From an optimization exercise on the open Yosys and OpenROAD flow, aimed at small area, a short achievable clock period and few clock cycles per item; shortcuts taken in it are not production practice.
Where RTL was checked, it was by simulation tests only, not by an equivalence proof against the original.

Setup of run a:
## loop_engine
module loop_engine (
    input  wire        clk,
    input  wire        rst,
    input  wire        req_valid,
    output wire        req_ready,
    input  wire [2:0]  req_ch,
    input  wire        req_arm,
    input  wire        req_fired,
    input  wire [2:0]  req_func,
    input  wire [17:0] req_v,
    input  wire [17:0] req_i,
    input  wire [15:0] req_kff,
    input  wire [15:0] req_kp,
    input  wire [15:0] req_ki,
    input  wire [15:0] req_kpc,
    input  wire [15:0] req_kic,
    input  wire [17:0] req_vset,
    input  wire [17:0] req_iset,
    input  wire [15:0] req_z,
    input  wire [15:0] req_gcr,
    input  wire [17:0] req_pset,
    input  wire [16:0] req_vfloor,
    input  wire [15:0] req_gfl,
    input  wire [17:0] req_ihi,
    input  wire [17:0] req_ilo,
    input  wire [17:0] req_vhi,
    input  wire [17:0] req_vlo,
    output reg         resp_valid,
    output reg  [2:0]  resp_ch,
    output reg  [17:0] resp_code,
    output reg  [1:0]  resp_compl,
    output reg         resp_event,
    output reg         resp_clip
);
Size in the first run: about 1800 flip-flops, ~350 I/O pins.
Settings: LEC_CHECK=0, ABC_AREA=1, CAP_MARGIN=70, CORE_MARGIN=2, CORE_UTILIZATION=55, PLACE_DENSITY=0.7, SLEW_MARGIN=70; clock period 26.0 ns.
run.sh (not shown) runs the stock make flow with config.mk's settings and CLKGATE_MAP_FILE= SYNTH_SCRIPT=/design/flow/synth_recipe.tcl, a recipe that flattens the netlist after the stock synthesis.
Run a: PASS, flow complete, no timing, DRC or antenna violations
Changes in run b relative to run a:
--- a/flow/config.mk
+++ b/flow/config.mk
@@ -8,3 +8,3 @@
 export ABC_AREA = 1
-export CAP_MARGIN = 70
+export CAP_MARGIN = 90
 export CORE_MARGIN = 2
@@ -12,2 +12,2 @@
 export PLACE_DENSITY = 0.7
-export SLEW_MARGIN = 70
+export SLEW_MARGIN = 90
## What came out
Run b did not finish; a tool error ended it in 3_5_place_dp.
Comparing run b against run a, there is no change at all in placer congestion estimate.
Reported for run a and run b, synthesized cell count turned out identical to the last digit.
Sequential share of the synthesized area delta (run b -> run a): insignificant
From run b to run a, top-level port count did not move at all.
Run a -> run b: synthesized area delta 0, exact match
On flip-flop and latch count after synthesis, run a and run b are basically level.
No run of this note included a check of the RTL's function; only the layout flow was run.

========
loop_engine, a different RTL version from the one above (not shown whole).
Size: about 25,000 cells after synthesis.
==> flow/design.v (excerpt) <==
module loop_engine (
    input  wire        clk,
    input  wire        rst,
    input  wire        req_valid,
    output wire        req_ready,
    input  wire [2:0]  req_ch,
    input  wire        req_arm,
    input  wire        req_fired,
    input  wire [2:0]  req_func,
    input  wire [17:0] req_v,
    input  wire [17:0] req_i,
    input  wire [15:0] req_kff,
    input  wire [15:0] req_kp,
    input  wire [15:0] req_ki,
    input  wire [15:0] req_kpc,
    input  wire [15:0] req_kic,
    input  wire [17:0] req_vset,
    input  wire [17:0] req_iset,
    input  wire [15:0] req_z,
    input  wire [15:0] req_gcr,
    input  wire [17:0] req_pset,
    input  wire [16:0] req_vfloor,
    input  wire [15:0] req_gfl,
    input  wire [17:0] req_ihi,
    input  wire [17:0] req_ilo,
    input  wire [17:0] req_vhi,
    input  wire [17:0] req_vlo,
    output reg         resp_valid,
    output reg  [2:0]  resp_ch,
    output reg  [17:0] resp_code,
    output reg  [1:0]  resp_compl,
    output reg         resp_event,
    output reg         resp_clip
);
    localparam [2:0] F_OFF = 3'd0, F_FV = 3'd1, F_FI = 3'd2, F_FVZ = 3'd3,
                     F_CR  = 3'd4, F_CP = 3'd5, F_MV = 3'd6, F_MI  = 3'd7;
    reg        ready_q;
    reg        a_val;
    reg [2:0]  a_ch;
    reg        a_arm, a_fired;
    reg [2:0]  a_func;
    reg [17:0] a_v, a_i;
    reg [15:0] a_kff, a_kp, a_ki, a_kpc, a_kic;
    reg [17:0] a_set;       
    reg [15:0] a_coef;      
    reg [16:0] a_vfl;
    reg [17:0] a_ihi, a_ilo, a_vhi, a_vlo;
    assign req_ready = ready_q;
    always @(posedge clk)
        ready_q <= !rst;
    reg rst_q;
    always @(posedge clk)
        rst_q <= rst;
    always @(posedge clk) begin
        if (rst)
            a_val <= 1'b0;
        else
            a_val <= req_valid && ready_q;
        begin
            a_ch    <= req_ch;
            a_arm   <= req_arm;
            a_fired <= req_fired;
            a_func  <= req_func;
            a_v     <= req_v;
            a_i     <= req_i;
            a_kff   <= req_kff;
            a_kp    <= req_kp;
  ...
clock: 26.0 ns
lec_check: 0
abc_area: 1
cap_margin: 55
core_margin: 2
core_utilization: 55
cts_cluster_diameter: 100
cts_cluster_size: 24
place_density: 0.7
slew_margin: 55
synth_hierarchical: 1
standard.sh (not shown) runs the stock make flow with config.mk's settings and CLKGATE_MAP_FILE= SYNTH_SCRIPT=/design/flow/synth_recipe.tcl, a recipe that flattens the netlist after the stock synthesis.
==> flow/flow/run.sh <==
#!/bin/bash
# The standard layout, with every input and output port buffered by a
# sky130_fd_sc_hd__buf_4 cell instead of the cell buffer_ports picks itself.
set -euo pipefail
export BUFFER_PORTS_ARGS="-buffer_cell sky130_fd_sc_hd__buf_4"
bash standard.sh > standard.log 2>&1
Testbench counts at the start, summed over its fixed seeds: cycles 12,912, items 12,800.
Then changed:
Settings changed: CTS_CLUSTER_DIAMETER 100 to default, CTS_CLUSTER_SIZE 24 to default.
Worst setup slack gets better by 0.015 ns.
Non-clock buffer count rises by 2.
Final area rises by 2.8%.
Count of clock-buffer cells in the layout rises by 241.
Synthesized cell count stays the same.
Worst hold slack gets better by 0.0098 ns.
Final cell count rises by 1.2%.

==> static timing again, ports no longer ideal <==
The results above use ideal ports. As a check the final layouts listed here were re-extracted and re-timed, cells and wires unchanged.
Step 1 sets driving cells, clkbuf_16 on the clock port and buf_2 on the other inputs (assumed; they add their load-dependent delay and slew).
Step 2 moves the port delays by t, midway between the first and last clock arrival at a register: inputs arrive t later, outputs are due t later. That takes back most of the time a late clock gives input paths.
Slacks: no drivers / after step 1 / after step 2; pairs: no drivers / after step 1.
run	t, ns	setup slack, ns	hold slack, ns	worst setup path at the end
run a	0.982	15.632 / 15.632 / 15.632	0.308 / 0.308 / 0.308	register to register
the first run of note 2	1.023	19.375 / 19.266 / 19.409	0.241 / 0.241 / 0.241	register to register
the second run of note 2	1.036	19.390 / 19.284 / 19.407	0.251 / 0.251 / 0.251	input to register
After both steps setup and hold are still met in every run listed.
